Context: an optimization exercise on an open-source flow, tuned for small area, a short achievable clock period and few clock cycles per item. The choices shown serve that exercise and are no tape-out recipe. At most, simulation tests tie the RTL to the original design; equivalence was not proved. Function not checked in runs 1, 2 and 4: the RTL went through the layout flow alone.

$ cat flow/design.v
module mx_elem (
    input  wire [31:0] v,
    input  wire [9:0]  nK,       
    input  wire        m3,       
    input  wire        m2,       
    input  wire        e4m3,
    input  wire        e5m2,
    input  wire        e3m2,
    input  wire [7:0]  maxext,   
    output wire [7:0]  code
);
    wire [7:0]  ef = v[30:23];
    wire [22:0] f  = v[22:0];
    wire        h  = |ef;
    wire        s16 = ~|{h, f[22:8]};
    wire [23:4] x1  = {s16 ? f[7:0] : {h, f[22:16]}, f[15:8], f[7:4] & {4{~s16}}};
    wire        k1  = ~s16 & |f[3:0];
    wire        s8  = ~|x1[23:16];
    wire [23:12] x2 = s8 ? x1[15:4] : x1[23:12];
    wire        k2  = k1 | (~s8 & |x1[11:4]);
    wire        s4  = ~|x2[23:20];
    wire [23:16] x3 = s4 ? x2[19:12] : x2[23:16];
    wire        k3  = k2 | (~s4 & |x2[15:12]);
    wire        s2  = ~|x3[23:22];
    wire [23:18] x4 = s2 ? x3[21:16] : x3[23:18];
    wire        k4  = k3 | (~s2 & |x3[17:16]);
    wire        s1  = ~x4[23];
    wire [22:19] x5 = s1 ? x4[21:18] : x4[22:19];
    wire        stk = k4 | (~s1 & x4[18]);
    wire [4:0]  lz  = {s16, s8, s4, s2, s1};
    wire [4:0]  V   = {x4[23] | x4[22], x5};
    wire [2:0]  mn0 = m3 ? V[3:1] : (m2 ? {V[3:2], 1'b1} : {V[3], 2'b11});
    wire        R0  = m3 ? V[0] : (m2 ? V[1] : V[2]);
    wire        c0  = R0 & (&mn0);           
    wire [4:0]  nl;                           
    wire [5:0]  nc;
    assign nc[0] = 1'b0;
    genvar i;
    generate for (i = 0; i < 5; i = i + 1) begin : neg
        wire a = ~lz[i];
        wire b = (i == 1);
        assign nl[i]   = a ^ b ^ nc[i];
        assign nc[i+1] = (a & b) | (nc[i] & (a ^ b));
    end endgenerate
    wire        sx = ~h & (|lz[4:1]);
    wire [9:0]  A  = {sx, sx, ef[7:5] | {3{sx}}, ef[4:0] | ({5{~h}} & nl)};
    wire [4:0]  Tl, U0;
    wire [5:0]  tc, uc;
    assign tc[0] = c0;
    assign uc[0] = 1'b0;
    generate for (i = 0; i < 5; i = i + 1) begin : add
        assign Tl[i]   = A[i] ^ nK[i] ^ tc[i];
        assign tc[i+1] = (A[i] & nK[i]) | (tc[i] & (A[i] ^ nK[i]));
        assign U0[i]   = A[i+5] ^ nK[i+5] ^ uc[i];
        assign uc[i+1] = (A[i+5] & nK[i+5]) | (uc[i] & (A[i+5] ^ nK[i+5]));
    end endgenerate
    wire        c5  = tc[5];
    wire [4:0]  T   = Tl;
    wire        tneg = U0[4] ^ (c5 & (&U0[3:0]));        
    wire        Z   = (c5 ? (&U0) : ~|U0) & ~|Tl[4:2];                   
    wire        O   = (c5 ? (U0 == 5'h1E) : (&U0)) & (&Tl[4:2]);        
    wire        Ta  = Z & (T[1:0] == 2'd0);       
    wire        Tb  = Z & (T[1:0] == 2'd1);       
    wire        Tc  = O & (T[1:0] == 2'd3);       
    wire        Td  = O & (T[1:0] == 2'd2);       
    wire        Te  = O & (T[1:0] == 2'd1);       
    wire        pos = ~tneg & ~Ta & ~(Tb & c0);
    wire        q1  = c0 ? Tb : Ta;               
    wire        q2  = c0 ? Ta : Tc;               
    wire        q3  = c0 ? Tc : Td;               
    wire        q4  = c0 ? Td : Te;               
    wire [8:0]  Vx  = {4'd0, V};
    wire [4:0]  W;
    generate for (i = 0; i < 5; i = i + 1) begin : shr
        assign W[i] = (pos & Vx[i]) | (q1 & Vx[i+1]) | (q2 & Vx[i+2]) | (q3 & Vx[i+3]) | (q4 & Vx[i+4]);
    end endgenerate
    wire        out = (q1 & V[0]) | (q2 & |V[1:0]) | (q3 & |V[2:0]) | (q4 & |V[3:0]);
    wire        st0 = stk | out;
    wire [3:0]  kept = m3 ? W[4:1] : (m2 ? {W[4:2], 1'b1} : {W[4:3], 2'b11});
    wire        R    = m3 ? W[0]   : (m2 ? W[1] : W[2]);
    wire        St   = st0 | (m3 ? 1'b0 : (m2 ? W[0] : |W[1:0]));
    wire        L    = m3 ? W[1]   : (m2 ? W[2] : W[3]);
    wire        inc  = R & (St | L);
    wire [3:0]  ki;
    wire [4:0]  kc;
    assign kc[0] = inc;
    generate for (i = 0; i < 4; i = i + 1) begin : rnd
        assign ki[i]   = kept[i] ^ kc[i];
        assign kc[i+1] = kept[i] & kc[i];
    end endgenerate
    wire        sat  = e4m3 ? (T[4] | (&T[3:0] & &ki[2:0])) :
                       e5m2 ? &T[4:0] : e3m2 ? T[3] : T[2];
    assign code = pos ? (sat ? maxext : {T[4:0], ki[2:0]}) : {4'd0, ki};
endmodule
module mx_encoder (
    input  wire          clk,
    input  wire          rst,           
    input  wire          in_valid,
    output wire          in_ready,
    input  wire [3:0]    in_fmt,
    input  wire [1023:0] in_data,
    output reg           out_valid,
    input  wire          out_ready,
    output reg  [263:0]  out_block
);
    wire f5 = in_fmt == 4'h5;    
    wire f6 = in_fmt == 4'h6;    
    wire f7 = in_fmt == 4'h7;    
    wire f8 = in_fmt == 4'h8;    
    wire f9 = in_fmt == 4'h9;    
    wire fmt_ok = f5 | f6 | f7 | f8 | f9;
    wire m3 = f5 | f8;
    wire m2 = f6 | f7;
    wire [7:0] emax   = f5 ? 8'd8  : f6 ? 8'd15 : f7 ? 8'd4 : 8'd2;
    wire [7:0] B      = f5 ? 8'd15 : f6 ? 8'd30 : f7 ? 8'd7 : 8'd3;
    wire [7:0] maxext = f5 ? 8'h7E : f6 ? 8'hF7 : f7 ? 8'h3F : 8'h1F;
    function [7:0] gmax16;
        input [127:0] e;
        reg [15:0] alive;
        reg [7:0]  r;
        reg       g1, g2, g3;
        reg [1:0] dg;
        integer j, n;
        begin
            alive = 16'hFFFF;
            for (n = 3; n >= 0; n = n - 1) begin
                g1 = 1'b0; g2 = 1'b0; g3 = 1'b0;
                for (j = 0; j < 16; j = j + 1) begin
                    dg = e[8*j+2*n +: 2];
                    g1 = g1 | (alive[j] & (dg[1] | dg[0]));
                    g2 = g2 | (alive[j] & dg[1]);
                    g3 = g3 | (alive[j] & dg[1] & dg[0]);
                end
                r[2*n+1] = g2;
                r[2*n]   = g3 | (g1 & ~g2);
                for (j = 0; j < 16; j = j + 1) begin
                    dg = e[8*j+2*n +: 2];
                    alive[j] = alive[j] & (dg[1] | ~r[2*n+1]) & (dg[0] | ~r[2*n]);
                end
            end
            gmax16 = r;
        end
    endfunction
    function [7:0] emx;
        input [7:0] a, b;
        reg [7:0] g, e;
        reg [3:0] g1, e1;
        reg [1:0] g2, e2;
        integer k;
        begin
            g = a & ~b;
            e = ~(a ^ b);
            for (k = 0; k < 4; k = k + 1) begin
                g1[k] = g[2*k+1] | (e[2*k+1] & g[2*k]);
                e1[k] = e[2*k+1] & e[2*k];
            end
            for (k = 0; k < 2; k = k + 1) begin
                g2[k] = g1[2*k+1] | (e1[2*k+1] & g1[2*k]);
                e2[k] = e1[2*k+1] & e1[2*k];
            end
            emx = (g2[1] | (e2[1] & g2[0])) ? a : b;
        end
    endfunction
    wire [7:0] gm [0:1];
    genvar g;
    generate for (g = 0; g < 2; g = g + 1) begin : grp
        wire [127:0] ev;
        genvar q;
        for (q = 0; q < 16; q = q + 1) begin : el
            assign ev[8*q +: 8] = in_data[32*(16*g+q)+23 +: 8];
        end
        assign gm[g] = gmax16(ev);
    end endgenerate
    wire [7:0] ma = gm[0], mb = gm[1];
    wire       gab = ma > mb;
    wire       gae = ma > emax;
    wire       gbe = mb > emax;
    wire [7:0] efmax = gab ? ma : mb;
    wire       special = &efmax;             
    wire [8:0] d1 = {1'b0, efmax} - {1'b0, emax};
    wire       big = ~d1[8] & (|d1[7:0]);
    wire [7:0] scale = special ? 8'hFF : (big ? d1[7:0] : 8'd0);
    wire [9:0] nKa = {2'b0, B} - {2'b0, ma};
    wire [9:0] nKb = {2'b0, B} - {2'b0, mb};
    wire [9:0] nKe = {2'b0, B} - {2'b0, emax};
    wire [9:0] nK  = (gab & gae) ? nKa : ((~gab & gbe) ? nKb : nKe);
    wire       kill = special | ~fmt_ok;
    wire [7:0] c [0:31];
    generate for (g = 0; g < 32; g = g + 1) begin : el
        mx_elem u (.v(in_data[32*g +: 32]), .nK(nK), .m3(m3), .m2(m2), .e4m3(f5),
                   .e5m2(f6), .e3m2(f7), .maxext(maxext), .code(c[g]));
    end endgenerate
    reg         full1;
    reg [263:0] skid;
    wire        use_new = ~kill & ~full1;
    wire        s5 = f5 & use_new, s6 = f6 & use_new, s7 = f7 & use_new,
                s8 = f8 & use_new, s9 = f9 & use_new;
    reg [263:0] b5, b6, b7, b8, b9;
    integer k;
    always @(*) begin
        b5 = 264'd0; b6 = 264'd0; b7 = 264'd0; b8 = 264'd0; b9 = 264'd0;
        for (k = 0; k < 32; k = k + 1) begin
            b5[8 + 8*k +: 8] = {in_data[32*k+31], c[k][6:0]};
            b6[8 + 8*k +: 8] = {in_data[32*k+31], c[k][7:1]};
            b7[8 + 6*k +: 6] = {in_data[32*k+31], c[k][5:1]};
            b8[8 + 6*k +: 6] = {in_data[32*k+31], c[k][4:0]};
            b9[8 + 4*k +: 4] = {in_data[32*k+31], c[k][4:2]};
        end
    end
    wire [263:0] nxt = ({264{full1}} & skid) | ({264{s5}} & b5) | ({264{s6}} & b6) |
                       ({264{s7}} & b7) | ({264{s8}} & b8) | ({264{s9}} & b9) |
                       {256'd0, (fmt_ok & ~full1) ? scale : 8'd0};
    assign in_ready = ~full1;
    wire accept = in_valid & ~full1;
    wire r0_free = ~out_valid | out_ready;
    always @(posedge clk) begin
        if (rst) begin
            out_valid <= 1'b0;
            full1     <= 1'b0;
        end else if (r0_free) begin
            out_valid <= full1 | accept;
            full1     <= 1'b0;
        end else if (accept) begin
            full1     <= 1'b1;
        end
    end
    always @(posedge clk) begin
        if (r0_free && (full1 || accept))
            out_block <= nxt;
        if (!r0_free && accept)
            skid <= nxt;
    end
endmodule
$ cat flow/flow/run.sh
#!/bin/bash
# Own layout flow: the standard ORFS flow (standard.sh), with two changes
# to how the layout is made:
#  - Yosys maps the logic with an area-recovering ABC script (flow/abc.script,
#    Yosys's own default ABC script) instead of ORFS's delay-driven one;
#  - port buffers are sky130_fd_sc_hd__buf_1 cells (every port still gets one).
# Each tool's full output stays in this folder: make's in flow_make.log, and
# ORFS's per-step logs under orfs/logs/.
set -euo pipefail
here=$(pwd)
rm -rf "$here/scripts_mod"
cp -r "$FLOW_HOME/scripts" "$here/scripts_mod"
cp "$here/flow/abc.script" "$here/scripts_mod/abc_speed.script"
bash "$here/standard.sh" SCRIPTS_DIR="$here/scripts_mod" \
    BUFFER_PORTS_ARGS="-buffer_cell sky130_fd_sc_hd__buf_1" finish \
    > "$here/flow_make.log" 2>&1
test -f "$here/out/final.def"
$ cat flow/flow/abc.script
strash
&get -n
&fraig -x
&put
scorr
dc2
dretime
strash
&get -n
&dch -f
&nf
&put
$ cat flow/standard.sh
#!/bin/bash
# synth_recipe.tcl (not shown) runs the flow's synth.tcl, then flattens the netlist and writes it again
# the make line also repeats each setting of config.mk as NAME=value (left out here)
make -C /OpenROAD-flow-scripts/flow DESIGN_CONFIG=/design/flow/config.mk WORK_HOME=/design/flow/orfs CLKGATE_MAP_FILE= SYNTH_SCRIPT=/design/flow/synth_recipe.tcl "${@:-finish}"
$ cat flow/config.mk
export PLATFORM = sky130hd
export DESIGN_NAME = mx_encoder
export DESIGN_NICKNAME = mx_encoder
export VERILOG_FILES = /design/flow/design.v
export SDC_FILE = /design/flow/constraint.sdc
export NUM_CORES = 8
export LEC_CHECK = 0
export CAP_MARGIN = 20
export CORE_MARGIN = 2
export CORE_UTILIZATION = 40
export CTS_BUF_LIST = sky130_fd_sc_hd__clkbuf_4
export GPL_TIMING_DRIVEN = 1
export PLACE_DENSITY = 0.75
export SLEW_MARGIN = 20
$ cat flow/constraint.sdc
create_clock -name core_clock -period 250.0 [get_ports {clk}]
set_input_delay 50.0000 -clock core_clock [delete_from_list [all_inputs] [get_ports {clk}]]
set_output_delay 50.0000 -clock core_clock [all_outputs]
set_load 0.01 [all_outputs]
==> flow_summary_export.csv, run 1 <==
group,metric,value,unit
worst_setup_path,crit_slowest_cell,"nor2_1",
clocking,cts_tree,"done",
drt,wl_per_cell,34.7,um
worst_hold_path,holdPathStages,2,
drt,antenna_left,0,
sta,drv_slew,0,
placement,place.gp.congestion,1.12,
cells_and_area,layout-drive-gt1-share,0.0462,
logic_synthesis,synth_seq_area_share,0.239,
global_route,grt_first_pass_wirelength,593000,um
worst_setup_path,crit_fanout,36,
global_route,grt_overflow_total,0,
worst_setup_path,cp.required,250870,ps
logic_synthesis,synth_ff_type,"edfxtp_1",
logic_synthesis,synth.avg_cell_area,7.76,um2
sta,fmax,14.4,MHz
drt,vias,86600,
sta,setup_tns,0,ps
worst_setup_path,r2r_slack,245170,ps
outcome,status,"no timing/DRC/antenna violations",
sta,period_share,0.277,
drt,firstDrtPassIters,15,
clocking,clkSinkCount,530,
placement,hpwl,357000,um
die,num_rows,149,
clocking,post_cts_resized,0,
die,io_pins,1298,
cells_and_area,final_cell_area,78000,um2
logic_synthesis,syn_area,66500,um2
sta,min_period,69320,ps
sta,hold_violations,0,
die,die_area,169000,um2
sta,setup_ws,180680,ps
placement,post-place-ws,180190,ps
worst_setup_path,reg2regPathDepth,5,
logic_synthesis,synth_top_area_frac,0.239,
global_route,antenna_found_initial,118,
logic_synthesis,synth_area_leaders,"edfxtp_1, fa_1, nand2_1",
placement,port_buffers,1297,
logic_synthesis,ys_ff_latch,530,
logic_synthesis,synth-edff-count,528,
cells_and_area,final_util,0.473,
worst_setup_path,critical_path_class,"in -> reg",
die,core_area,165000,um2
placement,place_area,75800,um2
clocking,cts_setup_buffers,0,
logic_synthesis,yosys.cell_types.count,74,
cells_and_area,nFillCells,16800,
worst_setup_path,cpPeakStageDelay,920,ps
cells_and_area,layout-area-overhead-vs-synth,17.4,%
clocking,numCtsBuffers,151,
logic_synthesis,yosysTopAreaCell,"edfxtp_1",
sta,worst_pin_slew,1310,ps
clocking,holdBufCountCts,0,
clocking,cts_max_path_buffers,3,
die,die_h,412,um
worst_setup_path,cp_common_cell,"buf_4",
cells_and_area,nets,11700,
clocking,clk_latency,1180,ps
global_route,grt_pass1_vias,79400,
clocking,cts-root-buf,"clkbuf_4",
sta,finalSetupViolCount,0,
worst_hold_path,hold_path.class,"reg -> reg",
die,start_util,0.403,
worst_setup_path,cp_data_arrival_time,70190,ps
drt,via_per_inst,6.89,
clocking,htreeDepth,4,
die,die_w,412,um
worst_setup_path,crit_path_start_kind,"input port",
sta,fin_worst_skew,99.1,ps
logic_synthesis,synthCells,8561,
clocking,clk_pin_slew,80,ps
logic_synthesis,yosys_warnings,1,
sta,rsz0062_at_grt,"no",
drt,drt_wl_total,436000,um
worst_setup_path,cp-end-kind,"flop",
drt,drc_errors,0,
logic_synthesis,async_flop_share,0,
logic_synthesis,synth_nets,10100,
global_route,grt_max_degree,140,
sta,max-slew-margin-rel,0.116,
drt,drt_iter0_markers,14300,
flow_run,cap_violations,0,
global_route,grt_use_total,0.489,
## flip-flops by register name, summed over array words and instances (netlist names)
signal and count:
full1 1, out_valid 1, skid 264, out_block 264
## area by class of cell
class	count	area, um2	share of cell area
Multi-Input combinational cell	7486	49000	0.628
Clock inverter	65	439	0.00563
Antenna cell	99	248	0.00318
Timing Repair Buffer	1460	6140	0.0787
Clock buffer	194	1460	0.0187
Inverter	545	2050	0.0263
Tap cell	2189	2740	0.0351
Sequential cell	530	15900	0.204
## cells by family (layout without fill, tap and decap cells)
group	after synthesis	after routing	share of synthesized area
compound gates	2806	2806	0.272
fa+ha+maj	496	496	0.124
other cells	0	99	0
mux	396	396	0.0608
flops	530	530	0.239
simple gates	3745	3745	0.267
xor+xnor	43	43	0.00567
buf+inv	545	2264	0.0308
## worst paths after layout
check,to,from
setup / recovery,out_block[16]$_DFFE_PP_,in_data[574]
hold / removal,out_block[219]$_DFFE_PP_,skid[219]$_DFFE_PP_
setup reg to reg,out_block[259]$_DFFE_PP_,full1$_SDFFE_PP0P_
hold reg to reg,out_block[219]$_DFFE_PP_,skid[219]$_DFFE_PP_
## placed cells by master, fill, tap and decap left out, types with 179 or more instances in the layout
master / n
clkinv_1: 576
nor3_1: 179
mux2i_1: 336
nand2_1: 1421
o21ai_0: 506
nor2_1: 798
ha_1: 222
a21oi_1: 871
nand4_1: 187
a22oi_1: 205
o22ai_1: 252
fa_1: 273
nand3_1: 211
nor4_1: 209
edfxtp_1: 528
buf_1: 1297
clkbuf_4: 194
## worst max-delay path: cells and delay by family
kind	cells	cell delay, ps
buffers and inverters	14	4400
adders and majority gates	9	3000
and+or+nand+nor	20	5490
AOI/OAI and AO/OA	26	7230
## cell usage after synthesis, drive strengths merged (59+ instances only)
library cell / number
nand2: 1429
a21oi: 880
nor2: 812
clkinv: 545
o21ai: 529
edfxtp: 528
mux2i: 336
fa: 273
o22ai: 252
ha: 222
nor4: 222
nand3: 212
a22oi: 205
nand4: 187
nor3: 187
nand2b: 162
a222oi: 139
o211ai: 118
and3: 95
a211oi: 84
or2: 80
a21o: 76
mux2: 60
o221ai: 59
## per-stage QoR
stage                     hold slack [ps]  instances
after floorplan                       504       8561
after global placement                522      12200
after detailed placement              532      12200
after CTS                             535      12500
after global routing                  566      12500
final                                 545      12600
## routing by layer
| layer | GRT usage | wire [um] |
|---|---|---|
| met2 | 0.717 | 181000 |
| met4 | 0.399 | 44000 |
| met1 | 0.577 | 153000 |
| met3 | 0.170 | 58300 |
| met5 | 0 | 302 |
==> run 2, diff against run 1 <==
--- a/flow/design.v
+++ b/flow/design.v
@@ -115,31 +115,4 @@
     wire [7:0] B      = f5 ? 8'd15 : f6 ? 8'd30 : f7 ? 8'd7 : 8'd3;
     wire [7:0] maxext = f5 ? 8'h7E : f6 ? 8'hF7 : f7 ? 8'h3F : 8'h1F;
-    function [7:0] gmax16;
-        input [127:0] e;
-        reg [15:0] alive;
-        reg [7:0]  r;
-        reg       g1, g2, g3;
-        reg [1:0] dg;
-        integer j, n;
-        begin
-            alive = 16'hFFFF;
-            for (n = 3; n >= 0; n = n - 1) begin
-                g1 = 1'b0; g2 = 1'b0; g3 = 1'b0;
-                for (j = 0; j < 16; j = j + 1) begin
-                    dg = e[8*j+2*n +: 2];
-                    g1 = g1 | (alive[j] & (dg[1] | dg[0]));
-                    g2 = g2 | (alive[j] & dg[1]);
-                    g3 = g3 | (alive[j] & dg[1] & dg[0]);
-                end
-                r[2*n+1] = g2;
-                r[2*n]   = g3 | (g1 & ~g2);
-                for (j = 0; j < 16; j = j + 1) begin
-                    dg = e[8*j+2*n +: 2];
-                    alive[j] = alive[j] & (dg[1] | ~r[2*n+1]) & (dg[0] | ~r[2*n]);
-                end
-            end
-            gmax16 = r;
-        end
-    endfunction
     function [7:0] emx;
         input [7:0] a, b;
@@ -162,19 +135,19 @@
         end
     endfunction
-    wire [7:0] gm [0:1];
+    wire [7:0] lv [0:62];
     genvar g;
-    generate for (g = 0; g < 2; g = g + 1) begin : grp
-        wire [127:0] ev;
-        genvar q;
-        for (q = 0; q < 16; q = q + 1) begin : el
-            assign ev[8*q +: 8] = in_data[32*(16*g+q)+23 +: 8];
-        end
-        assign gm[g] = gmax16(ev);
-    end endgenerate
-    wire [7:0] ma = gm[0], mb = gm[1];
+    generate
+        for (g = 0; g < 32; g = g + 1) begin : lf
+            assign lv[g] = in_data[32*g+23 +: 8];
+        end
+        for (g = 0; g < 30; g = g + 1) begin : nd
+            assign lv[32+g] = emx(lv[2*g], lv[2*g+1]);
+        end
+    endgenerate
+    wire [7:0] ma = lv[60], mb = lv[61];
     wire       gab = ma > mb;
     wire       gae = ma > emax;
     wire       gbe = mb > emax;
-    wire [7:0] efmax = gab ? ma : mb;
+    wire [7:0] efmax   = gab ? ma : mb;
     wire       special = &efmax;             
     wire [8:0] d1 = {1'b0, efmax} - {1'b0, emax};
--- a/flow/config.mk
+++ b/flow/config.mk
@@ -11,4 +11,3 @@
 export CTS_BUF_LIST = sky130_fd_sc_hd__clkbuf_4
 export GPL_TIMING_DRIVEN = 1
-export PLACE_DENSITY = 0.75
 export SLEW_MARGIN = 20
==> flow_summary_export.csv, run 2 <==
group,metric,value,unit
outcome,status,"no timing/DRC/antenna violations",
die,num_rows,153,
clocking,post_cts_resized,0,
logic_synthesis,yosys_warnings,1,
placement,port_buffers,1297,
drt,antenna_left,0,
worst_setup_path,cp.required,251020,ps
worst_setup_path,crit_path_start_kind,"input port",
sta,setup_tns,0,ps
drt,routed.top_layer,"met5",
placement,post-place-ws,180880,ps
worst_setup_path,critical_path_class,"in -> reg",
worst_setup_path,cp_common_cell,"o21ai_0",
logic_synthesis,synth-edff-count,528,
clocking,numCtsBuffers,162,
logic_synthesis,yosys.cell_count.top_type,"nand2_1",
cells_and_area,final_cells,13100,
logic_synthesis,async_flop_share,0,
logic_synthesis,synth_top_area_frac,0.227,
worst_setup_path,cpPeakStageDelay,980,ps
global_route,grt_max_degree,140,
clocking,holdBufCountCts,0,
sta,drv_slew,0,
placement,hpwl,302000,um
cells_and_area,nFillCells,17900,
logic_synthesis,synth_seq_area_share,0.228,
drt,vias,84000,
worst_setup_path,cp_top_family,"compound AO/OA/AOI/OAI gates",
cells_and_area,nets,12300,
global_route,grt_pass1_vias,78600,
die,start_util,0.402,
sta,finalSetupViolCount,0,
clocking,clk_latency,1220,ps
clocking,cts_tree,"done",
die,core_area,174000,um2
drt,wl_met2,170000,um
drt,firstDrtPassIters,13,
logic_synthesis,synthCells,8980,
logic_synthesis,synth_nets,10700,
global_route,grt_use_total,0.406,
clocking,cts-root-buf,"clkbuf_4",
drt,drt_wl_total,381000,um
sta,fmax,14.6,MHz
global_route,grt_first_pass_wirelength,537000,um
sta,period_share,0.273,
die,die_h,422,um
die,die_area,178000,um2
worst_hold_path,hold_path.class,"reg -> reg",
drt,drc_errors,0,
worst_setup_path,crit_slowest_cell,"o31ai_1",
global_route,grt_overflow_total,0,
sta,setup_ws,181730,ps
drt,drt_iter0_markers,9904,
die,io_pins,1298,
cells_and_area,final_common_cell,"nand2_1",
placement,place_area,79100,um2
sta,rsz0062_at_grt,"no",
global_route,antenna_found_initial,67,
flow_run,cap_violations,0,
clocking,cts_setup_buffers,0,
logic_synthesis,synth_area_leaders,"edfxtp_1, nand2_1, fa_1",
worst_setup_path,crit_fanout,17,
sta,hold_violations,0,
logic_synthesis,synth.avg_cell_area,7.78,um2
cells_and_area,layout-area-overhead-vs-synth,16.6,%
placement,place.gp.congestion,1.04,
logic_synthesis,syn_area,69900,um2
cells_and_area,final_cell_area,81500,um2
cells_and_area,top_regs,"out_block: 264 flops, skid: 264 flops",
clocking,clk_pin_slew,70,ps
die,die_w,422,um
worst_setup_path,cp_data_arrival_time,69290,ps
drt,wl_per_cell,29.1,um
worst_setup_path,cp-end-kind,"flop",
drt,via_per_inst,6.41,
cells_and_area,layout-drive-gt1-share,0.0438,
logic_synthesis,ys_ff_latch,530,
sta,fin_worst_skew,92.3,ps
logic_synthesis,yosysTopAreaCell,"edfxtp_1",
worst_setup_path,r2r_slack,245550,ps
logic_synthesis,synth.top_cells.by_count,"nand2_1, a21oi_1, nor2_1, clkinv_1, o21ai_0",
placement,dp_cells,12700,
logic_synthesis,yosys.cell_types.count,73,
logic_synthesis,synth_ff_type,"edfxtp_1",
worst_setup_path,crit_buf_inv,6,
drt,met1Wirelength,143000,um
drt,met3WireLength,35200,um
sta,max-slew-margin-rel,0.171,
cells_and_area,layout_common_cells,"nand2_1, buf_1, a21oi_1",
clocking,clkSinkCount,530,
clocking,cts_max_path_buffers,3,
clocking,htreeDepth,4,
sta,worst_pin_slew,1240,ps
sta,min_period,68270,ps
==> run 2: cell count changes after synthesis, moves of 41 or more <==
cell | previous run | this run
mux2i_1 | 336 | 390
o22ai_1 | 252 | 176
clkinv_1 | 545 | 603
nand2_1 | 1429 | 1503
a21oi_1 | 880 | 999
nand4_1 | 187 | 146
a21o_1 | 76 | 123
o211ai_1 | 118 | 58
ha_1 | 222 | 417
==> run 2: metrics by stage <==
stage	hold slack, ps	util
6_report	543	0.469
3_3_place_gp	525	0.456
4_1_cts	524	0.468
3_5_place_dp	536	0.456
5_1_grt	566	0.469
2_1_floorplan	504	-
==> run 2: tightest hold or removal path, delay by kind of cell, from the launching register on <==
kind	cells	cell delay, ps
DFF	1	330
and+or+nand+nor	2	130
==> run 2: per-layer routing <==
layer  vias to the layer above  GRT usage
li1                      37700          -
met1                     40200      0.487
met2                      5026      0.635
met3                      1060     0.0847
met4                        16      0.318
met5                         -          0
==> run 2: cell families after synthesis <==
logic type,count (synthesis),synth area share
AO/OA/AOI/OAI,2864,0.262
XOR/XNOR,43,0.00539
adder cells (fa/ha/maj),690,0.153
buffers and inverters,603,0.0324
flip-flops,530,0.228
multiplexers,454,0.0662
AND/OR/NAND/NOR,3796,0.253
==> run 2: area by class of cell <==
cell class | instances | area (um2) | share of cell area
diodes | 67 | 168 | 0.00206
clock buffers | 217 | 1630 | 0.0200
clock inverters | 73 | 459 | 0.00564
inverters | 603 | 2280 | 0.0279
multi-input cells | 7847 | 52200 | 0.640
flip-flops and latches | 530 | 15900 | 0.195
well taps | 2325 | 2910 | 0.0357
repair buffers | 1439 | 5990 | 0.0735
==> run 2: worst paths after layout <==
| path | from | end | cells after the start |
|---|---|---|---|
| worst min register to register | skid[250]$_DFFE_PP_ | out_block[250]$_DFFE_PP_ | 2 |
| worst max register to register | full1$_SDFFE_PP0P_ | skid[163]$_DFFE_PP_ | 5 |
| worst min-delay path | skid[250]$_DFFE_PP_ | out_block[250]$_DFFE_PP_ | 2 |
| worst max-delay path | in_data[408] | skid[57]$_DFFE_PP_ | 67 |
==> run 3, diff against run 2 <==
--- a/flow/design.v
+++ b/flow/design.v
@@ -60,20 +60,25 @@
     wire        Z   = (c5 ? (&U0) : ~|U0) & ~|Tl[4:2];                   
     wire        O   = (c5 ? (U0 == 5'h1E) : (&U0)) & (&Tl[4:2]);        
-    wire        Ta  = Z & (T[1:0] == 2'd0);       
-    wire        Tb  = Z & (T[1:0] == 2'd1);       
-    wire        Tc  = O & (T[1:0] == 2'd3);       
-    wire        Td  = O & (T[1:0] == 2'd2);       
-    wire        Te  = O & (T[1:0] == 2'd1);       
-    wire        pos = ~tneg & ~Ta & ~(Tb & c0);
-    wire        q1  = c0 ? Tb : Ta;               
-    wire        q2  = c0 ? Ta : Tc;               
-    wire        q3  = c0 ? Tc : Td;               
-    wire        q4  = c0 ? Td : Te;               
+    wire        L0  = m3 ? V[1] : (m2 ? V[2] : V[3]);
+    wire        S0  = stk | (m3 ? 1'b0 : (m2 ? V[0] : |V[1:0]));
+    wire        i0  = R0 & (S0 | L0);
+    wire [2:0]  mi;
+    wire [3:0]  mc;
+    assign mc[0] = i0;
+    generate for (i = 0; i < 3; i = i + 1) begin : rn0
+        assign mi[i]   = mn0[i] ^ mc[i];
+        assign mc[i+1] = mn0[i] & mc[i];
+    end endgenerate
+    wire [1:0]  d2  = T[1:0] - {1'b0, c0};        
+    wire        r1  = d2 == 2'd0;                 
+    wire        r2  = d2 == 2'd3;                 
+    wire        r3  = d2 == 2'd2;                 
+    wire        r4  = d2 == 2'd1;                 
     wire [8:0]  Vx  = {4'd0, V};
     wire [4:0]  W;
     generate for (i = 0; i < 5; i = i + 1) begin : shr
-        assign W[i] = (pos & Vx[i]) | (q1 & Vx[i+1]) | (q2 & Vx[i+2]) | (q3 & Vx[i+3]) | (q4 & Vx[i+4]);
-    end endgenerate
-    wire        out = (q1 & V[0]) | (q2 & |V[1:0]) | (q3 & |V[2:0]) | (q4 & |V[3:0]);
+        assign W[i] = (r1 & Vx[i+1]) | (r2 & Vx[i+2]) | (r3 & Vx[i+3]) | (r4 & Vx[i+4]);
+    end endgenerate
+    wire        out = (r1 & V[0]) | (r2 & |V[1:0]) | (r3 & |V[2:0]) | (r4 & |V[3:0]);
     wire        st0 = stk | out;
     wire [3:0]  kept = m3 ? W[4:1] : (m2 ? {W[4:2], 1'b1} : {W[4:3], 2'b11});
@@ -89,7 +94,9 @@
         assign kc[i+1] = kept[i] & kc[i];
     end endgenerate
-    wire        sat  = e4m3 ? (T[4] | (&T[3:0] & &ki[2:0])) :
-                       e5m2 ? &T[4:0] : e3m2 ? T[3] : T[2];
-    assign code = pos ? (sat ? maxext : {T[4:0], ki[2:0]}) : {4'd0, ki};
+    wire        pos = ~tneg & ~(Z & ~T[1] & (~T[0] | c0));
+    wire        sub = c0 ? ((Z & ~T[1]) | (O & T[1])) : ((Z & (T[1:0] == 2'd0)) | (O & (T[1:0] != 2'd0)));
+    wire        sat = e4m3 ? (T[4] | (&T[3:0] & &mi)) :
+                      e5m2 ? &T[4:0] : e3m2 ? T[3] : T[2];
+    assign code = pos ? (sat ? maxext : {T[4:0], mi}) : (sub ? {4'd0, ki} : 8'd0);
 endmodule
 module mx_encoder (
@@ -115,4 +122,31 @@
     wire [7:0] B      = f5 ? 8'd15 : f6 ? 8'd30 : f7 ? 8'd7 : 8'd3;
     wire [7:0] maxext = f5 ? 8'h7E : f6 ? 8'hF7 : f7 ? 8'h3F : 8'h1F;
+    function [7:0] gmax16;
+        input [127:0] e;
+        reg [15:0] alive;
+        reg [7:0]  r;
+        reg       g1, g2, g3;
+        reg [1:0] dg;
+        integer j, n;
+        begin
+            alive = 16'hFFFF;
+            for (n = 3; n >= 0; n = n - 1) begin
+                g1 = 1'b0; g2 = 1'b0; g3 = 1'b0;
+                for (j = 0; j < 16; j = j + 1) begin
+                    dg = e[8*j+2*n +: 2];
+                    g1 = g1 | (alive[j] & (dg[1] | dg[0]));
+                    g2 = g2 | (alive[j] & dg[1]);
+                    g3 = g3 | (alive[j] & dg[1] & dg[0]);
+                end
+                r[2*n+1] = g2;
+                r[2*n]   = g3 | (g1 & ~g2);
+                for (j = 0; j < 16; j = j + 1) begin
+                    dg = e[8*j+2*n +: 2];
+                    alive[j] = alive[j] & (dg[1] | ~r[2*n+1]) & (dg[0] | ~r[2*n]);
+                end
+            end
+            gmax16 = r;
+        end
+    endfunction
     function [7:0] emx;
         input [7:0] a, b;
@@ -135,19 +169,19 @@
         end
     endfunction
-    wire [7:0] lv [0:62];
+    wire [7:0] gm [0:1];
     genvar g;
-    generate
-        for (g = 0; g < 32; g = g + 1) begin : lf
-            assign lv[g] = in_data[32*g+23 +: 8];
-        end
-        for (g = 0; g < 30; g = g + 1) begin : nd
-            assign lv[32+g] = emx(lv[2*g], lv[2*g+1]);
-        end
-    endgenerate
-    wire [7:0] ma = lv[60], mb = lv[61];
+    generate for (g = 0; g < 2; g = g + 1) begin : grp
+        wire [127:0] ev;
+        genvar q;
+        for (q = 0; q < 16; q = q + 1) begin : el
+            assign ev[8*q +: 8] = in_data[32*(16*g+q)+23 +: 8];
+        end
+        assign gm[g] = gmax16(ev);
+    end endgenerate
+    wire [7:0] ma = gm[0], mb = gm[1];
     wire       gab = ma > mb;
     wire       gae = ma > emax;
     wire       gbe = mb > emax;
-    wire [7:0] efmax   = gab ? ma : mb;
+    wire [7:0] efmax = gab ? ma : mb;
     wire       special = &efmax;             
     wire [8:0] d1 = {1'b0, efmax} - {1'b0, emax};
--- a/flow/config.mk
+++ b/flow/config.mk
@@ -11,3 +11,4 @@
 export CTS_BUF_LIST = sky130_fd_sc_hd__clkbuf_4
 export GPL_TIMING_DRIVEN = 1
+export PLACE_DENSITY = 0.75
 export SLEW_MARGIN = 20
==> flow_summary_export.csv, run 3 <==
group,metric,value,unit
logic_synthesis,synthCells,8960,
die,die_h,419,um
drt,firstDrtPassIters,14,
logic_synthesis,synth.top_cells.by_count,"nand2_1, a21oi_1, nor2_1, o21ai_0, edfxtp_1",
cells_and_area,final_cells,13100,
sta,worst_pin_slew,1300,ps
cells_and_area,layout-area-overhead-vs-synth,16.8,%
die,io_pins,1298,
placement,place_area,78600,um2
logic_synthesis,synth_seq_area_share,0.230,
sta,setup_ws,183790,ps
sta,drv_slew,0,
clocking,clkSinkCount,530,
logic_synthesis,async_flop_share,0,
worst_setup_path,crit_slowest_cell,"o211a_1",
drt,wl_per_cell,31.4,um
logic_synthesis,synth_ff_type,"edfxtp_1",
sta,rsz0062_at_grt,"no",
die,num_rows,152,
cells_and_area,final_common_cell,"nand2_1",
die,die_area,176000,um2
sta,min_period,66210,ps
die,start_util,0.402,
logic_synthesis,yosys.cell_count.top_type,"nand2_1",
sta,fin_worst_skew,82.8,ps
clocking,cts-root-buf,"clkbuf_4",
drt,vias,88000,
logic_synthesis,synth_top_area_frac,0.230,
logic_synthesis,yosysTopAreaCell,"edfxtp_1",
logic_synthesis,yosys.cell_types.count,69,
cells_and_area,nFillCells,17300,
global_route,grt_first_pass_wirelength,567000,um
clocking,numCtsBuffers,139,
drt,drt_iter0_markers,13700,
die,die_w,419,um
drt,drt_wl_total,410000,um
global_route,grt_overflow_total,0,
global_route,grt_max_degree,149,
drt,via_per_inst,6.74,
logic_synthesis,synth.avg_cell_area,7.70,um2
worst_setup_path,crit_fanout,35,
worst_setup_path,cp_common_cell,"o21ai_0",
global_route,grt_pass1_vias,80700,
clocking,cts_setup_buffers,0,
drt,antenna_left,0,
logic_synthesis,synth-edff-count,528,
die,core_area,172000,um2
clocking,holdBufCountCts,0,
logic_synthesis,syn_area,69000,um2
placement,post-place-ws,183060,ps
placement,port_buffers,1297,
worst_setup_path,crit_path_start_kind,"input port",
worst_setup_path,cpPeakStageDelay,920,ps
logic_synthesis,ys_ff_latch,530,
sta,fmax,15.1,MHz
worst_hold_path,hold_path.class,"reg -> reg",
cells_and_area,final_cell_area,80600,um2
sta,max-slew-margin-rel,0.133,
sta,holdWs,508,ps
cells_and_area,nets,12200,
worst_setup_path,cp.required,250960,ps
logic_synthesis,synth_nets,10600,
clocking,post_cts_resized,0,
cells_and_area,final_util,0.470,
cells_and_area,top_regs,"out_block: 264 flops, skid: 264 flops",
outcome,status,"no timing/DRC/antenna violations",
clocking,clk_pin_slew,70,ps
sta,hold_violations,0,
global_route,grt_use_total,0.443,
cells_and_area,layout_common_cells,"nand2_1, buf_1, a21oi_1",
clocking,htreeDepth,4,
sta,finalSetupViolCount,0,
cells_and_area,layout-drive-gt1-share,0.0442,
flow_run,cap_violations,0,
clocking,clk_latency,1120,ps
global_route,antenna_found_initial,100,
worst_setup_path,cp_data_arrival_time,67170,ps
sta,setup_tns,0,ps
clocking,cts_tree,"done",
sta,period_share,0.265,
logic_synthesis,synth_area_leaders,"edfxtp_1, nand2_1, fa_1",
clocking,cts_max_path_buffers,3,
logic_synthesis,yosys_warnings,1,
worst_setup_path,critical_path_class,"in -> reg",
worst_setup_path,cp-end-kind,"flop",
drt,drc_errors,0,
placement,hpwl,325000,um
placement,place.gp.congestion,1.09,
placement,dp_cells,12700,
[run 3: layout make-up]
| class | count | area [um2] | share of cell area |
|---|---|---|---|
| tap | 2310 | 2890 | 0.0359 |
| clock buffer | 178 | 1340 | 0.0166 |
| multi-input combinational | 7905 | 51700 | 0.642 |
| timing repair buffer | 1464 | 6180 | 0.0767 |
| sequential | 530 | 15900 | 0.197 |
| clock inverter | 51 | 330 | 0.00410 |
| antenna | 99 | 248 | 0.00307 |
| inverter | 525 | 1980 | 0.0245 |
[run 3: logic make-up (layout without fill, tap and decap cells)]
| kind of cell | after synthesis | count (layout) | share of synthesized area |
|---|---|---|---|
| and+or+nand+nor | 3945 | 3945 | 0.266 |
| AOI/OAI and AO/OA | 2905 | 2905 | 0.272 |
| adders and majority gates | 639 | 639 | 0.144 |
| DFF | 530 | 530 | 0.230 |
| buffers and inverters | 525 | 2218 | 0.0286 |
| muxes | 303 | 303 | 0.0450 |
| xor gates and xnor gates | 113 | 113 | 0.0143 |
| other | 0 | 99 | 0 |
[run 3: final timing paths]
path	from	endpoint	slack (ps)	depth (start not counted)
worst min register to register	skid[242]$_DFFE_PP_	out_block[242]$_DFFE_PP_	510	2
worst max register to register	full1$_SDFFE_PP0P_	out_block[163]$_DFFE_PP_	245400	7
worst min-delay path	skid[242]$_DFFE_PP_	out_block[242]$_DFFE_PP_	510	2
worst max-delay path	in_data[30]	out_block[164]$_DFFE_PP_	183790	57
[run 3: worst max-delay path, delay by kind of cell]
family	cells	cell delay (ps)
multiplexers	2	710
adder cells (fa/ha/maj)	5	1630
AO/OA/AOI/OAI	23	7590
AND/OR/NAND/NOR	16	3180
buffers and inverters	11	3940
[run 3: per-layer routing]
metal	up-vias	wire length (um)	GRT usage
met2	6950	174000	0.664
met4	36	48500	0.440
met3	1869	49800	0.123
li1	37700	-	-
met1	41400	138000	0.500
met5	-	236	0
Testbench counts of run 3, summed over its fixed seeds: cycles 3,208, items 3,200.
==> run 4, diff against run 3 <==
--- a/flow/design.v
+++ b/flow/design.v
@@ -122,16 +122,16 @@
     wire [7:0] B      = f5 ? 8'd15 : f6 ? 8'd30 : f7 ? 8'd7 : 8'd3;
     wire [7:0] maxext = f5 ? 8'h7E : f6 ? 8'hF7 : f7 ? 8'h3F : 8'h1F;
-    function [7:0] gmax16;
-        input [127:0] e;
-        reg [15:0] alive;
+    function [7:0] hmax;
+        input [135:0] e;
+        reg [16:0] alive;
         reg [7:0]  r;
-        reg       g1, g2, g3;
-        reg [1:0] dg;
+        reg        g1, g2, g3;
+        reg [1:0]  dg;
         integer j, n;
         begin
-            alive = 16'hFFFF;
+            alive = {17{1'b1}};
             for (n = 3; n >= 0; n = n - 1) begin
                 g1 = 1'b0; g2 = 1'b0; g3 = 1'b0;
-                for (j = 0; j < 16; j = j + 1) begin
+                for (j = 0; j < 17; j = j + 1) begin
                     dg = e[8*j+2*n +: 2];
                     g1 = g1 | (alive[j] & (dg[1] | dg[0]));
@@ -141,30 +141,10 @@
                 r[2*n+1] = g2;
                 r[2*n]   = g3 | (g1 & ~g2);
-                for (j = 0; j < 16; j = j + 1) begin
+                for (j = 0; j < 17; j = j + 1) begin
                     dg = e[8*j+2*n +: 2];
                     alive[j] = alive[j] & (dg[1] | ~r[2*n+1]) & (dg[0] | ~r[2*n]);
                 end
             end
-            gmax16 = r;
-        end
-    endfunction
-    function [7:0] emx;
-        input [7:0] a, b;
-        reg [7:0] g, e;
-        reg [3:0] g1, e1;
-        reg [1:0] g2, e2;
-        integer k;
-        begin
-            g = a & ~b;
-            e = ~(a ^ b);
-            for (k = 0; k < 4; k = k + 1) begin
-                g1[k] = g[2*k+1] | (e[2*k+1] & g[2*k]);
-                e1[k] = e[2*k+1] & e[2*k];
-            end
-            for (k = 0; k < 2; k = k + 1) begin
-                g2[k] = g1[2*k+1] | (e1[2*k+1] & g1[2*k]);
-                e2[k] = e1[2*k+1] & e1[2*k];
-            end
-            emx = (g2[1] | (e2[1] & g2[0])) ? a : b;
+            hmax = r;
         end
     endfunction
@@ -172,24 +152,20 @@
     genvar g;
     generate for (g = 0; g < 2; g = g + 1) begin : grp
-        wire [127:0] ev;
+        wire [135:0] ev;
         genvar q;
         for (q = 0; q < 16; q = q + 1) begin : el
             assign ev[8*q +: 8] = in_data[32*(16*g+q)+23 +: 8];
         end
-        assign gm[g] = gmax16(ev);
+        assign ev[135:128] = emax;
+        assign gm[g] = hmax(ev);
     end endgenerate
     wire [7:0] ma = gm[0], mb = gm[1];
     wire       gab = ma > mb;
-    wire       gae = ma > emax;
-    wire       gbe = mb > emax;
-    wire [7:0] efmax = gab ? ma : mb;
-    wire       special = &efmax;             
-    wire [8:0] d1 = {1'b0, efmax} - {1'b0, emax};
-    wire       big = ~d1[8] & (|d1[7:0]);
-    wire [7:0] scale = special ? 8'hFF : (big ? d1[7:0] : 8'd0);
+    wire [7:0] M   = gab ? ma : mb;
+    wire       special = &M;                 
+    wire [7:0] scale = special ? 8'hFF : M - emax;
     wire [9:0] nKa = {2'b0, B} - {2'b0, ma};
     wire [9:0] nKb = {2'b0, B} - {2'b0, mb};
-    wire [9:0] nKe = {2'b0, B} - {2'b0, emax};
-    wire [9:0] nK  = (gab & gae) ? nKa : ((~gab & gbe) ? nKb : nKe);
+    wire [9:0] nK  = gab ? nKa : nKb;
     wire       kill = special | ~fmt_ok;
     wire [7:0] c [0:31];
==> flow_summary_export.csv, run 4 <==
group,metric,value,unit
outcome,status,"no timing/DRC/antenna violations",
drt,antenna_left,0,
clocking,cts_setup_buffers,0,
sta,min_period,67490,ps
logic_synthesis,synth.avg_cell_area,7.72,um2
sta,fmax,14.8,MHz
cells_and_area,final_util,0.472,
sta,rsz0062_at_grt,"no",
cells_and_area,layout-drive-gt1-share,0.0455,
drt,drc_errors,0,
sta,drv_slew,0,
die,core_area,172000,um2
logic_synthesis,synth.top_cells.by_count,"nand2_1, a21oi_1, nor2_1, o21ai_0, clkinv_1",
worst_setup_path,crit_path_start_kind,"input port",
clocking,clk_latency,1200,ps
clocking,numCtsBuffers,147,
worst_setup_path,cp-end-kind,"flop",
clocking,cts-root-buf,"clkbuf_4",
die,start_util,0.403,
drt,vias,86800,
die,die_area,176000,um2
cells_and_area,nets,12200,
logic_synthesis,synth_top_area_frac,0.229,
logic_synthesis,yosys.cell_types.count,73,
sta,hold_violations,0,
global_route,grt_overflow_total,0,
global_route,grt_use_total,0.440,
worst_hold_path,holdPathStages,1,
sta,worst_pin_slew,1270,ps
drt,drt_wl_total,407000,um
drt,drt_iter0_markers,10700,
cells_and_area,top_regs,"out_block: 264 flops, skid: 264 flops",
die,num_rows,152,
logic_synthesis,yosysTopAreaCell,"edfxtp_1",
cells_and_area,nFillCells,17600,
die,die_w,420,um
sta,setup_tns,0,ps
clocking,cts_max_path_buffers,3,
die,io_pins,1298,
logic_synthesis,syn_area,69200,um2
cells_and_area,layout-area-overhead-vs-synth,17.0,%
drt,firstDrtPassIters,9,
placement,port_buffers,1297,
placement,hpwl,320000,um
placement,place.gp.congestion,1.07,
clocking,clkSinkCount,530,
logic_synthesis,yosys_warnings,1,
drt,via_per_inst,6.63,
sta,fin_worst_skew,115,ps
cells_and_area,layout_common_cells,"nand2_1, buf_1, a21oi_1",
logic_synthesis,synth_nets,10600,
logic_synthesis,synth-edff-count,528,
worst_setup_path,critical_path_class,"in -> reg",
clocking,clk_pin_slew,70,ps
logic_synthesis,synth_seq_area_share,0.230,
logic_synthesis,yosys.cell_count.top_type,"nand2_1",
worst_setup_path,cp_data_arrival_time,68550,ps
logic_synthesis,synthCells,8965,
clocking,holdBufCountCts,0,
sta,max-slew-margin-rel,0.152,
worst_setup_path,reg2regPathDepth,8,
worst_setup_path,r2r_slack,244990,ps
worst_hold_path,hold_path.class,"reg -> reg",
clocking,post_cts_resized,0,
clocking,cts_tree,"done",
logic_synthesis,synth_area_leaders,"edfxtp_1, nand2_1, fa_1",
clocking,htreeDepth,4,
global_route,grt_pass1_vias,82100,
logic_synthesis,async_flop_share,0,
cells_and_area,final_cells,13100,
global_route,grt_max_degree,164,
worst_setup_path,cpPeakStageDelay,890,ps
logic_synthesis,ys_ff_latch,530,
global_route,grt_first_pass_wirelength,566000,um
logic_synthesis,synth_ff_type,"edfxtp_1",
die,die_h,420,um
worst_setup_path,cp_common_cell,"o21ai_0",
worst_setup_path,crit_slowest_cell,"clkinv_1",
sta,finalSetupViolCount,0,
drt,wl_per_cell,31.1,um
cells_and_area,final_common_cell,"nand2_1",
sta,period_share,0.270,
global_route,antenna_found_initial,116,
flow_run,cap_violations,0,
worst_setup_path,cp.required,251060,ps
worst_setup_path,crit_fanout,34,
placement,dp_cells,12700,
run 4: final cells by class:
type | count | area, um2 | share of cell area
Multi-Input combinational cell | 7894 | 51900 | 0.640
Sequential cell | 530 | 15900 | 0.196
Timing Repair Buffer | 1456 | 6170 | 0.0761
Tap cell | 2310 | 2890 | 0.0357
Inverter | 541 | 2040 | 0.0252
Clock buffer | 209 | 1570 | 0.0194
Clock inverter | 49 | 320 | 0.00395
Antenna cell | 101 | 253 | 0.00312
run 4: critical path, delay by kind of cell:
| kind | cells | cell delay (ps) |
|---|---|---|
| AO/OA/AOI/OAI | 24 | 6680 |
| AND/OR/NAND/NOR | 21 | 4820 |
| buffers and inverters | 11 | 4230 |
| adder cells (fa/ha/maj) | 6 | 1870 |
| XOR/XNOR | 1 | 590 |
| multiplexers | 1 | 190 |
run 4: logic make-up (layout without fill, tap and decap cells):
kind of cell | count (synthesis) | count (layout) | synth area share
AOI/OAI and AO/OA | 3051 | 3051 | 0.277
and+or+nand+nor | 3763 | 3763 | 0.258
DFF | 530 | 530 | 0.230
adders and majority gates | 626 | 626 | 0.141
xor gates and xnor gates | 114 | 114 | 0.0144
muxes | 340 | 340 | 0.0503
buffers and inverters | 541 | 2255 | 0.0293
other | 0 | 101 | 0
run 4: final timing paths:
kind / endpoint / start
hold / removal: out_block[194]$_DFFE_PP_ / skid[194]$_DFFE_PP_
setup reg to reg: out_block[134]$_DFFE_PP_ / full1$_SDFFE_PP0P_
setup / recovery: out_block[29]$_DFFE_PP_ / in_data[62]
hold reg to reg: out_block[194]$_DFFE_PP_ / skid[194]$_DFFE_PP_
run 4: metrics by stage:
step           worst slack, ps  hold WS, ps  cell area (um2)
2_1_floorplan           177210          504            69200
4_1_cts                 183150          476            80700
5_1_grt                 181970          504            80900
6_report                182510          500            81000
3_3_place_gp            180490          529            78800
3_5_place_dp            181870          535            78800
run 4: per-layer routing:
| metal | GRT usage | wire [um] |
|---|---|---|
| met5 | 0 | 269 |
| met4 | 0.448 | 47400 |
| met3 | 0.114 | 43700 |
| met2 | 0.664 | 174000 |
| met1 | 0.494 | 141000 |
==> run 5, diff against run 4 <==
--- a/flow/design.v
+++ b/flow/design.v
@@ -13,21 +13,19 @@
     wire [22:0] f  = v[22:0];
     wire        h  = |ef;
-    wire        s16 = ~|{h, f[22:8]};
-    wire [23:4] x1  = {s16 ? f[7:0] : {h, f[22:16]}, f[15:8], f[7:4] & {4{~s16}}};
-    wire        k1  = ~s16 & |f[3:0];
-    wire        s8  = ~|x1[23:16];
-    wire [23:12] x2 = s8 ? x1[15:4] : x1[23:12];
-    wire        k2  = k1 | (~s8 & |x1[11:4]);
-    wire        s4  = ~|x2[23:20];
-    wire [23:16] x3 = s4 ? x2[19:12] : x2[23:16];
-    wire        k3  = k2 | (~s4 & |x2[15:12]);
-    wire        s2  = ~|x3[23:22];
-    wire [23:18] x4 = s2 ? x3[21:16] : x3[23:18];
-    wire        k4  = k3 | (~s2 & |x3[17:16]);
-    wire        s1  = ~x4[23];
-    wire [22:19] x5 = s1 ? x4[21:18] : x4[22:19];
-    wire        stk = k4 | (~s1 & x4[18]);
-    wire [4:0]  lz  = {s16, s8, s4, s2, s1};
-    wire [4:0]  V   = {x4[23] | x4[22], x5};
+    wire        s8  = ~|f[22:15];
+    wire [22:11] f2 = s8 ? f[14:3] : f[22:11];
+    wire        k2  = (|f[2:0]) | (~s8 & |f[10:3]);
+    wire        s4  = ~|f2[22:19];
+    wire [22:15] f3 = s4 ? f2[18:11] : f2[22:15];
+    wire        k3  = k2 | (~s4 & |f2[14:11]);
+    wire        s2  = ~|f3[22:21];
+    wire [22:17] f4 = s2 ? f3[20:15] : f3[22:17];
+    wire        k4  = k3 | (~s2 & |f3[16:15]);
+    wire        s1  = ~f4[22];
+    wire [21:18] f5 = s1 ? f4[20:17] : f4[21:18];
+    wire        k5  = k4 | (~s1 & f4[17]);
+    wire [3:0]  lz  = {s8, s4, s2, s1};
+    wire [4:0]  V   = h ? {1'b1, f[22:19]} : {f4[22] | f4[21], f5};
+    wire        stk = h ? |f[18:0] : k5;
     wire [2:0]  mn0 = m3 ? V[3:1] : (m2 ? {V[3:2], 1'b1} : {V[3], 2'b11});
     wire        R0  = m3 ? V[0] : (m2 ? V[1] : V[2]);
@@ -35,13 +33,12 @@
     wire [4:0]  nl;                           
     wire [5:0]  nc;
-    assign nc[0] = 1'b0;
+    assign nc[0] = 1'b1;
     genvar i;
     generate for (i = 0; i < 5; i = i + 1) begin : neg
-        wire a = ~lz[i];
-        wire b = (i == 1);
-        assign nl[i]   = a ^ b ^ nc[i];
-        assign nc[i+1] = (a & b) | (nc[i] & (a ^ b));
-    end endgenerate
-    wire        sx = ~h & (|lz[4:1]);
+        wire a = (i < 4) ? ~lz[i] : 1'b1;
+        assign nl[i]   = a ^ nc[i];
+        assign nc[i+1] = a & nc[i];
+    end endgenerate
+    wire        sx = ~h & (|lz);
     wire [9:0]  A  = {sx, sx, ef[7:5] | {3{sx}}, ef[4:0] | ({5{~h}} & nl)};
     wire [4:0]  Tl, U0;
@@ -122,16 +119,16 @@
     wire [7:0] B      = f5 ? 8'd15 : f6 ? 8'd30 : f7 ? 8'd7 : 8'd3;
     wire [7:0] maxext = f5 ? 8'h7E : f6 ? 8'hF7 : f7 ? 8'h3F : 8'h1F;
-    function [7:0] hmax;
-        input [135:0] e;
-        reg [16:0] alive;
+    function [7:0] gmax16;
+        input [127:0] e;
+        reg [15:0] alive;
         reg [7:0]  r;
-        reg        g1, g2, g3;
-        reg [1:0]  dg;
+        reg       g1, g2, g3;
+        reg [1:0] dg;
         integer j, n;
         begin
-            alive = {17{1'b1}};
+            alive = 16'hFFFF;
             for (n = 3; n >= 0; n = n - 1) begin
                 g1 = 1'b0; g2 = 1'b0; g3 = 1'b0;
-                for (j = 0; j < 17; j = j + 1) begin
+                for (j = 0; j < 16; j = j + 1) begin
                     dg = e[8*j+2*n +: 2];
                     g1 = g1 | (alive[j] & (dg[1] | dg[0]));
@@ -141,10 +138,30 @@
                 r[2*n+1] = g2;
                 r[2*n]   = g3 | (g1 & ~g2);
-                for (j = 0; j < 17; j = j + 1) begin
+                for (j = 0; j < 16; j = j + 1) begin
                     dg = e[8*j+2*n +: 2];
                     alive[j] = alive[j] & (dg[1] | ~r[2*n+1]) & (dg[0] | ~r[2*n]);
                 end
             end
-            hmax = r;
+            gmax16 = r;
+        end
+    endfunction
+    function [7:0] emx;
+        input [7:0] a, b;
+        reg [7:0] g, e;
+        reg [3:0] g1, e1;
+        reg [1:0] g2, e2;
+        integer k;
+        begin
+            g = a & ~b;
+            e = ~(a ^ b);
+            for (k = 0; k < 4; k = k + 1) begin
+                g1[k] = g[2*k+1] | (e[2*k+1] & g[2*k]);
+                e1[k] = e[2*k+1] & e[2*k];
+            end
+            for (k = 0; k < 2; k = k + 1) begin
+                g2[k] = g1[2*k+1] | (e1[2*k+1] & g1[2*k]);
+                e2[k] = e1[2*k+1] & e1[2*k];
+            end
+            emx = (g2[1] | (e2[1] & g2[0])) ? a : b;
         end
     endfunction
@@ -152,20 +169,24 @@
     genvar g;
     generate for (g = 0; g < 2; g = g + 1) begin : grp
-        wire [135:0] ev;
+        wire [127:0] ev;
         genvar q;
         for (q = 0; q < 16; q = q + 1) begin : el
             assign ev[8*q +: 8] = in_data[32*(16*g+q)+23 +: 8];
         end
-        assign ev[135:128] = emax;
-        assign gm[g] = hmax(ev);
+        assign gm[g] = gmax16(ev);
     end endgenerate
     wire [7:0] ma = gm[0], mb = gm[1];
     wire       gab = ma > mb;
-    wire [7:0] M   = gab ? ma : mb;
-    wire       special = &M;                 
-    wire [7:0] scale = special ? 8'hFF : M - emax;
+    wire       gae = ma > emax;
+    wire       gbe = mb > emax;
+    wire [7:0] efmax = gab ? ma : mb;
+    wire       special = &efmax;             
+    wire [8:0] d1 = {1'b0, efmax} - {1'b0, emax};
+    wire       big = ~d1[8] & (|d1[7:0]);
+    wire [7:0] scale = special ? 8'hFF : (big ? d1[7:0] : 8'd0);
     wire [9:0] nKa = {2'b0, B} - {2'b0, ma};
     wire [9:0] nKb = {2'b0, B} - {2'b0, mb};
-    wire [9:0] nK  = gab ? nKa : nKb;
+    wire [9:0] nKe = {2'b0, B} - {2'b0, emax};
+    wire [9:0] nK  = (gab & gae) ? nKa : ((~gab & gbe) ? nKb : nKe);
     wire       kill = special | ~fmt_ok;
     wire [7:0] c [0:31];
==> flow_summary_export.csv, run 5 <==
group,metric,value,unit
worst_setup_path,crit_fanout,36,
logic_synthesis,synth_compound_area_frac,0.281,
global_route,grt_max_degree,159,
worst_setup_path,worstReg2RegStart,"full1$_SDFFE_PP0P_",
clocking,clk_pin_slew,70,ps
drt,via_per_inst,6.86,
sta,period_share,0.269,
logic_synthesis,synth_top_area_frac,0.236,
worst_hold_path,min_to,"out_block[218]$_DFFE_PP_",
clocking,clkSinkCount,530,
sta,hold_violations,0,
worst_setup_path,crit_buf_inv,14,
logic_synthesis,synthAdderAreaFrac,0.148,
worst_setup_path,cp_top_family,"compound AO/OA/AOI/OAI gates",
logic_synthesis,syn_area,67200,um2
drt,antenna_left,0,
flow_run,cap_violations,0,
global_route,grt_first_pass_wirelength,544000,um
cells_and_area,layout-drive-gt1-share,0.0425,
clocking,clk_latency,1180,ps
cells_and_area,final_util,0.470,
worst_setup_path,r2r_slack,245600,ps
logic_synthesis,synth_nets,9953,
clocking,cts-root-buf,"clkbuf_4",
logic_synthesis,synth_area_leaders,"edfxtp_1, fa_1, ha_1",
cells_and_area,nets,11500,
clocking,cts_tree,"done",
cells_and_area,layout-area-overhead-vs-synth,16.9,%
cells_and_area,layout_common_cells,"buf_1, nand2_1, nor2_1",
logic_synthesis,yosysTopAreaCell,"edfxtp_1",
clocking,post_cts_resized,0,
worst_setup_path,reg2regPathDepth,4,
worst_hold_path,hold_path.class,"reg -> reg",
drt,drc_errors,0,
clocking,holdBufCountCts,0,
sta,fmax,14.9,MHz
die,die_w,414,um
global_route,grt_use_total,0.438,
global_route,grt.busiest_layer,"met2",
clocking,numCtsBuffers,140,
sta,max-slew-margin-rel,0.0589,
sta,min_period,67150,ps
drt,drt_iter0_markers,12800,
worst_setup_path,timing.rr.end,"out_block[101]$_DFFE_PP_",
placement,dp_cells,11900,
drt,vias,84300,
sta,drv_slew,0,
worst_hold_path,holdPathStages,2,
clocking,htreeDepth,4,
worst_setup_path,crit_path_start_kind,"input port",
logic_synthesis,synth_seq_area_share,0.237,
clocking,cts_max_path_buffers,3,
worst_setup_path,cp-end-kind,"flop",
worst_setup_path,crit_slowest_cell,"a2111oi_4",
global_route,antenna_found_initial,117,
worst_setup_path,cp_data_arrival_time,67960,ps
worst_setup_path,cp_common_cell,"clkinv_1",
logic_synthesis,synth_ff_type,"edfxtp_1",
logic_synthesis,synth.avg_cell_area,8.11,um2
logic_synthesis,synth-xor-area-share,0.0141,
logic_synthesis,async_flop_share,0,
outcome,status,"no timing/DRC/antenna violations",
worst_setup_path,cpPeakStageDelay,910,ps
die,num_rows,150,
global_route,use_met1,0.494,
logic_synthesis,synthSimpleGateAreaFrac,0.236,
logic_synthesis,yosys.cell_types.count,69,
sta,rsz0062_at_grt,"no",
global_route,met2_usage,0.649,
logic_synthesis,synth_top_family_by_area,"compound AO/OA/AOI/OAI gates",
die,core_area,167000,um2
global_route,grt_pass1_vias,78000,
drt,drt_wl_total,395000,um
worst_setup_path,critical_path_class,"in -> reg",
die,start_util,0.402,
global_route,use_met3,0.125,
worst_hold_path,holdCritStartpoint,"skid[218]$_DFFE_PP_",
sta,setup_tns,0,ps
logic_synthesis,synthMuxAreaShare,0.0578,
die,io_pins,1298,
placement,hpwl,312000,um
logic_synthesis,ys_ff_latch,530,
drt,wl_per_cell,32.1,um
cells_and_area,final_cells,12300,
drt,firstDrtPassIters,15,
logic_synthesis,synth-edff-count,528,
placement,port_buffers,1297,
sta,finalSetupViolCount,0,
cells_and_area,top_regs,"out_block: 264 flops, skid: 264 flops",
die,die_h,414,um
sta,worst_pin_slew,1390,ps
worst_setup_path,cp.required,250810,ps
logic_synthesis,yosys_warnings,1,
sta,fin_worst_skew,77.9,ps
cells_and_area,nFillCells,16700,
logic_synthesis,synth.top_cells.by_count,"nand2_1, nor2_1, o21ai_0, a21oi_1, edfxtp_1",
placement,place.gp.congestion,1.19,
logic_synthesis,synthCells,8282,
cells_and_area,final_common_cell,"buf_1",
global_route,grt_overflow_total,0,
die,die_area,171000,um2
clocking,cts_setup_buffers,0,
logic_synthesis,yosys.cell_count.top_type,"nand2_1",
[run 5: cell count changes after synthesis, sizes merged, moves of 80 or more]
cell    change
o22ai     -243
nor2       +91
nand3      +80
a21oi     -260
nor4      -117
a222oi    +151
a22oi     +246
nand2     -505
[run 5: kinds of logic after synthesis]
family	count (synthesis)
buffers and inverters	482
AOI/OAI and AO/OA	2834
DFF	530
and+or+nand+nor	3308
adders and majority gates	639
muxes	381
xor gates and xnor gates	108
[run 5: area by class of cell]
cell class,count,area (um2),share of cell area
inverter,482,1820,0.0231
timing repair buffer,1443,6070,0.0773
tap,2204,2760,0.0351
sequential,530,15900,0.202
multi-input combinational,7270,49800,0.635
clock buffer,195,1460,0.0186
clock inverter,55,393,0.00500
antenna,109,273,0.00347
[run 5: how the worst max path moves through the flow]
| stage | startpoint | end | slack (ps) | depth (start not counted) |
|---|---|---|---|---|
| 2_1_floorplan | in_data[830] | out_block[193]$_DFFE_PP_ | 173530 | 33 |
| 3_3_place_gp | in_data[670] | out_block[11]$_DFFE_PP_ | 182770 | 55 |
| 3_5_place_dp | in_data[925] | out_block[53]$_DFFE_PP_ | 182760 | 57 |
| 4_1_cts | in_data[925] | out_block[53]$_DFFE_PP_ | 183880 | 57 |
| 5_1_grt | in_data[925] | out_block[53]$_DFFE_PP_ | 182290 | 57 |
| 6_report | in_data[925] | skid[99]$_DFFE_PP_ | 182850 | 57 |
[run 5: worst reg2reg max path: stages, from the launching register on]
cell,delay [ps]
dfxtp_4,700
buf_4,550
o21a_4,870
buf_4,950
buf_12,720
[run 5: per-layer routing]
metal,up-vias,wire length (um)
met2,6970,166000
met4,26,47800
met1,39800,132000
li1,35700,-
met5,-,158
met3,1820,49100
[run 5: metrics by stage]
stage | worst slack [ps] | hold WS, ps | instance area, um2
after detailed placement | 182760 | 530 | 76400
after global routing | 182290 | 544 | 78400
final | 182850 | 538 | 78500
after CTS | 183880 | 532 | 78200
after floorplan | 173530 | 504 | 67200
after global placement | 182770 | 522 | 76300
Testbench counts of run 5, summed over its fixed seeds: cycles 3,208, items 3,200.

[port drivers added, routing unchanged]
In the flow no input, the clock included, has a driving cell. The finished layouts below were timed again as built, in two steps. Step 1 (the two cells are an assumption about what drives the block):
set clk [get_ports {clk}]
set_driving_cell -lib_cell sky130_fd_sc_hd__clkbuf_16 $clk
set_driving_cell -lib_cell sky130_fd_sc_hd__buf_2 [delete_from_list [all_inputs] $clk]
Step 2 moves the port delays by t, midway between the first and last clock arrival at a register: inputs arrive t later, outputs are due t later. That takes back most of the time a late clock gives input paths. a / b / c = ideal / step 1 / step 2; a / b = the first two.
run | t (ns) | slack for setup (ns) | worst register clock-pin slew, ns | pins driven straight from the clock port
run 1 | 1.228 | 180.681 / 180.727 / 179.499 | 0.09 / 0.09 | 1
run 2 | 1.280 | 181.731 / 181.763 / 180.483 | 0.08 / 0.08 | 1
run 3 | 1.183 | 183.789 / 183.854 / 182.671 | 0.09 / 0.09 | 1
run 4 | 1.239 | 182.506 / 182.553 / 181.314 | 0.09 / 0.09 | 1
run 5 | 1.196 | 182.853 / 182.907 / 181.710 | 0.10 / 0.10 | 1
After both steps every run listed still meets setup and hold. For run 2, which loses most, drivers alone change the setup slack by +0.032 ns; drivers and shift together by -1.248 ns.
